From an optimization exercise on the open Yosys and OpenROAD flow, aimed at small area and a short achievable clock period; shortcuts taken in it are not production practice.
Only simulation tests tie the RTL to the original design; equivalence was not proved.

==> flow/design.v, too long to show whole: its modules and the start of the top module <==
// module chk_unit: 3292 lines
// module chk_a21o: 3 lines
// module chk_a222oi: 3 lines
// module chk_inv: 3 lines
// module chk_nand2: 3 lines
// module chk_nand3: 3 lines
// module chk_nor2: 3 lines
// module chk_oai21: 3 lines
// module chk_oai22: 3 lines
// module chk_xnor2: 3 lines
// module chk_xor2: 3 lines
module chk_unit (
    input  wire        clk,
    input  wire        rst,
    input  wire        in_valid,
    input  wire        in_first,
    input  wire        in_last,
    input  wire [2:0]  in_code,
    input  wire [63:0] in_data,
    input  wire [3:0]  in_nbytes,
    input  wire [2:0]  in_tail,
    output wire        out_valid,
    output wire [31:0] out_value
);
  // ...
==> flow/flow/run.sh <==
#!/bin/bash
# Standard synthesis and layout, with the port buffers made of buf_2 cells.
set -euo pipefail
bash standard.sh synth > synth.log 2>&1
BUFFER_PORTS_ARGS="-buffer_cell sky130_fd_sc_hd__buf_2" bash standard.sh > layout.log 2>&1
==> flow/standard.sh <==
#!/bin/bash
# synth_recipe.tcl (not shown) runs the flow's synth.tcl, then flattens the netlist and writes it again
# the make line also repeats each setting of config.mk as NAME=value (left out here)
make -C /OpenROAD-flow-scripts/flow DESIGN_CONFIG=/design/flow/config.mk WORK_HOME=/design/flow/orfs CLKGATE_MAP_FILE= SYNTH_SCRIPT=/design/flow/synth_recipe.tcl "${@:-finish}"
==> flow/config.mk <==
export PLATFORM = sky130hd
export DESIGN_NAME = chk_unit
export DESIGN_NICKNAME = chk_unit
export VERILOG_FILES = /design/flow/design.v
export SDC_FILE = /design/flow/constraint.sdc
export NUM_CORES = 8
export LEC_CHECK = 0
export CAP_MARGIN = 20
export CORE_MARGIN = 2
export CORE_UTILIZATION = 40
export SLEW_MARGIN = 20
export SYNTH_HIERARCHICAL = 1
==> flow/constraint.sdc <==
create_clock -name core_clock -period 40.0 [get_ports {clk}]
set_input_delay 8.0000 -clock core_clock [delete_from_list [all_inputs] [get_ports {clk}]]
set_output_delay 8.0000 -clock core_clock [all_outputs]
set_load 0.01 [all_outputs]
==> impl_results.md, run 1 <==
- Max Slew Vio Count: 0
- CTS resizes: 0
- Gpl congestion: 1.042
- WP data required: 32.00 ns
- Count leader, synth: xor2_1
- Final Hold Vio Count: 0
- DRT antenna net count: 0
- Die ar.: 37,730 µm²
- Clk slew on worst S/H paths: 0.06 ns
- Vias in the first global route: 14,310
- Buffers excl. clock: 194
- Critical Path AT: 1.15 ns
- Non-clk invs: 64
- Iter 0 DRT Violations: 1,983
- Die Span X: 194.2 µm
- Warning count from the yosys run: 7
- Placed Instance Area: 16,330 µm²
- Avg Inst Size Synth: 8.111 µm²
- Relative slew slack: 19.71%
- Final non-filler cell total: 2,472
- RR Startpoint: f_r
- Filler Cell Count: 3,607
- Status: no timing/DRC/antenna violations
- Maxcap violations: 0
- Global-route wire length before repair: 99.68 mm
- Least-Margin Pin Slew: 1.195 ns
- Top layer reached by signal wires: met4
- Worst hold margin: 0.5292 ns
- Dominant synthesized flop cell: dfxtp_1
- Post-synth top area share: 43.44%
- WL met3: 5.481 mm
- Reg2reg path depth: 21
- GRT Total Usage: 36.38%
- First-pass DRT Iterations: 8
- Leading cell kind: multi-input combinational cells
- Initial Util: 40.70%
- Most common cell after layout, fill and taps aside: xor2_1
==> run 2: changes to the inputs <==
--- a/flow/config.mk
+++ b/flow/config.mk
@@ -8,5 +8,7 @@
 export CAP_MARGIN = 20
 export CORE_MARGIN = 2
-export CORE_UTILIZATION = 40
+export CORE_UTILIZATION = 65
+export CTS_CLUSTER_DIAMETER = 100
+export CTS_CLUSTER_SIZE = 40
 export SLEW_MARGIN = 20
 export SYNTH_HIERARCHICAL = 1
==> impl_results.md, run 2 <==
- Status: no timing/DRC/antenna violations
- Filler Cell Count: 1,787 (-50%)
- Initial antenna violation count: 0
- Most frequent cells in the layout: 718 x xor2_1, 516 x o22ai_1, 110 x buf_2
- DRT antenna net count: 0 (unchanged)
- Row Count: 54
- CP peak stage delay: 0.43 ns
- CTS Buf Count: 17
- Syn_nets: 1,866
- Drt total wl: 58.85 mm
- Largest register by flop count: d_r
- Final Hold Vio Count: 0 (unchanged)
- Clk root buf: clkbuf_16
- Die extent in y: 153.2 µm
- Crit-path leading delay family: flip-flops
- Post-synth top area share: 43.44% (unchanged)
- First-pass DRT Iterations: 9 (+1)
- # diodes: 0
- CP Capture Type: primary output
- Die Span X: 153.2 µm (-21%)
- NumNets Final: 2,050
- Simple-gate share of the synthesized area: 5.134%
- RSZ-0062 raised after global routing: no
- H-tree Lvls: 4
- Worst-Skew Late Latency: 0.43 ns
- # DRC: 0
- Fmax: 0.1108 GHz
- Levels on crit path: 1
- Number of top-level pins: 112
- Maxcap violations: 0 (unchanged)
- DR WL/cell: 26.02 µm
- Final worst path period share: 22.56%
- Synth cell count leaders: 718 x xor2_1, 517 x o22ai_1, 115 x dfxtp_1
- Hold-fix buffers, CTS: 0
- CTS resizes: 0 (unchanged)
- Post-synthesis compound-gate area fraction: 29.21%
- Iter 0 DRT Violations: 3,275 (+65%)
- Post-synth EDFFs: 5
- Routed vias/inst: 7.120
- Reg-to-reg endpoint: s_q[4]
- R2R Setup Slk: 31.79 ns
- Relative slew slack: 16.82% (-2.9 points)
- Leading area contributor after synthesis: xor2_1
- CP max FO: 3
- Synth area leaders: xor2_1 43%, o22ai_1 22%, dfxtp_1 16%
- Area Overhead vs Synth: 13.36%
- Warning count from the yosys run: 7 (unchanged)
- XOR/XNOR share of the synthesized area: 46.88%
- Netlist cell types: 28
- Top flop regs: d_r: 64 flops, s_q: 32 flops, p_r: 6 flops
- Fin util: 75.20%
- Least-Margin Pin Slew: 1.248 ns (+0.05255 ns)
- Worst Path Class, Setup: reg2out
- Core area: 21,820 µm²
- Seq cells post-synth: 120
- Post-synth ARST share: 0%
- Clk sinks: 120
- Critical Path AT: 1.03 ns (-0.12 ns)
- Gpl congestion: 1.244 (+19%)
- Crit-path cells: buf_2
- Routed vias: 16,110
- Avg Inst Size Synth: 8.111 µm² (unchanged)
- RR Startpoint: f_r
- HP Class: reg2reg
- CTS tree: yes
- Final setup violation count: 0
- Total grt overflow: 0
- Dominant synthesized flop cell: dfxtp_1
- Share of cells above drive strength 1: 11.25%
- WP data required: 32.00 ns (about the same)
- Adder-cell area share of the yosys netlist: 0.1728%
- Post-synthesis sequential area ratio: 16.94%
- Setup crit start kind: flip-flop
- Largest net degree at the start of global routing: 97
- Post-Syn Area: 14,480 µm²
- Vias in the first global route: 14,480 (+1.2%)
- Setup bufs post-CTS: 0
- Final Cell Area: 16,410 µm²
- IO buf count: 110
- Most common cell after layout, fill and taps aside: xor2_1
- DP HPWL: 44.42 mm
- CP Buf/Inv Count: 1
- Count leader, synth: xor2_1
- Reg2reg path depth: 21 (unchanged)
- GRT Total Usage: 47.66% (+11 points)
- Mapped Cells: 1,785
- Global-route wire length before repair: 85.33 mm (-14%)
- Tmin final: 9.025 ns
- Clk slew on worst S/H paths: 0.06 ns (about the same)
- CP endpoint: out_value[15]
- TNS Setup: 0 ns
- Post-synthesis mux area share: 0%
- CP startpoint: s_q[15]
- Placed Instance Area: 15,840 µm² (-3.0%)
- Max Slew Vio Count: 0 (unchanged)
- Clock Skews: 0.01621 ns
- Slowest stage cell, crit path: dfxtp_1
- Initial Util: 66.34% (+26 points)
- Largest family of logic cells by synthesized area: XOR/XNOR gates
- Clock Tree Buf Depth: 2
- Die ar.: 23,480 µm² (-38%)
- Max FFs per register: 64
-- run 2: cells by family (layout without fill, tap and decap cells) --
family / count (synthesis) / count (layout)
flip-flops: 120 / 120
adder cells (fa/ha/maj): 2 / 2
AO/OA/AOI/OAI: 647 / 647
XOR/XNOR: 775 / 775
AND/OR/NAND/NOR: 177 / 177
buffers and inverters: 64 / 261
-- run 2: worst reg2reg max path, cell delays in order (launching register included) --
cell and delay, ns:
dfxtp_1 0.37, inv_1 0.74, a21o_1 0.41, xor2_1 0.35
o22ai_1 0.16, o22ai_1 0.21, o22ai_1 0.17, o22ai_1 0.29
o22ai_1 0.12, o22ai_1 0.98, xor2_1 0.97, xor2_1 0.65
xor2_1 0.34, xor2_1 0.20, xor2_1 0.58, xor2_1 0.14
a222oi_1 0.33, nand2_1 0.14, xor2_1 0.36, inv_1 0.11
a222oi_1 0.33, nand3_1 0.13
-- run 2: through the flow --
step / cells / hold slack (ns) / worst slack (ns)
after floorplan: 1785 / 0.4910 / 31.41
after global placement: 2230 / 0.4967 / 31.25
after detailed placement: 2230 / 0.5115 / 31.20
after CTS: 2262 / 0.5299 / 31.01
after global routing: 2262 / 0.5531 / 30.97
final: 2262 / 0.5334 / 30.97
-- run 2: cell type report --
type	count	area, µm²	area share (%)
Clock inverter	15	148.9	0.9072
Sequential cell	120	2464	15.01
Multi-Input combinational cell	1601	11820	72.02
Clock buffer	17	425.4	2.592
Timing Repair Buffer	165	963.4	5.870
Inverter	64	240.2	1.464
Tap cell	280	350.3	2.135
-- run 2: per-module statistics from Yosys (local to each module, per instance) --
module      copies in the design  cells  area (µm²)  flip-flops and latches
chk_xnor2                     55      1       8.758                       0
chk_oai22                    517      1       6.256                       0
chk_nor2                      42      1       3.754                       0
chk_oai21                     42      1       5.005                       0
chk_nand2                     91      1       3.754                       0
chk_a21o                      32      1       7.507                       0
chk_xor2                     717      1       8.758                       0
chk_a222oi                    48      1       10.01                       0
chk_inv                       32      1       3.754                       0
chk_nand3                     13      1       5.005                       0
chk_unit                       1    196        2866                     120
-- run 2: metal layers --
| layer | global-route usage, % | up-vias | part of all wire (%) |
|---|---|---|---|
| li1 | - | 7084 | - |
| met5 | 0 | - | 0 |
| met2 | 71.36 | 1370 | 41 |
| met1 | 59.18 | 7270 | 36 |
| met4 | 32.41 | 0 | 8.6 |
| met3 | 13.67 | 381 | 14 |
-- run 2: worst min-delay path by stage --
stage             from      end  slack, ns  cells after the start
2_1_floorplan      l_r   busy_q       0.49                      1
3_3_place_gp   s_q[30]  s_q[30]       0.50                      2
3_5_place_dp    s_q[6]   s_q[6]       0.51                      2
4_1_cts         s_q[6]   s_q[6]       0.53                      2
5_1_grt        s_q[22]  s_q[22]       0.55                      2
6_report       s_q[17]  s_q[17]       0.53                      2

[afterwards: timing with drivers on the ports]
The results above use ideal ports. As a check the final layouts listed here were re-extracted and re-timed, cells and wires unchanged. Step 1: set_driving_cell puts a clkbuf_16 on clk and a buf_2 on each other input, an assumption about the parent block. Step 2, shift: input delay + t, output delay - t, t = (earliest + latest rising clock arrival at the registers) / 2. This alone moves slack from input paths to output paths. Slacks: ideal ports / drivers / drivers and shift; pairs: ideal ports / drivers.
run	t (ns)	setup slack, ns	latest minus earliest clock arrival (ns)	pins driven straight from the clock port
run 1	0.490	30.851 / 30.798 / 31.167	0.015 / 0.014	1
run 2	0.478	30.975 / 30.922 / 31.162	0.017 / 0.016	1
After both steps every run listed still meets setup and hold.
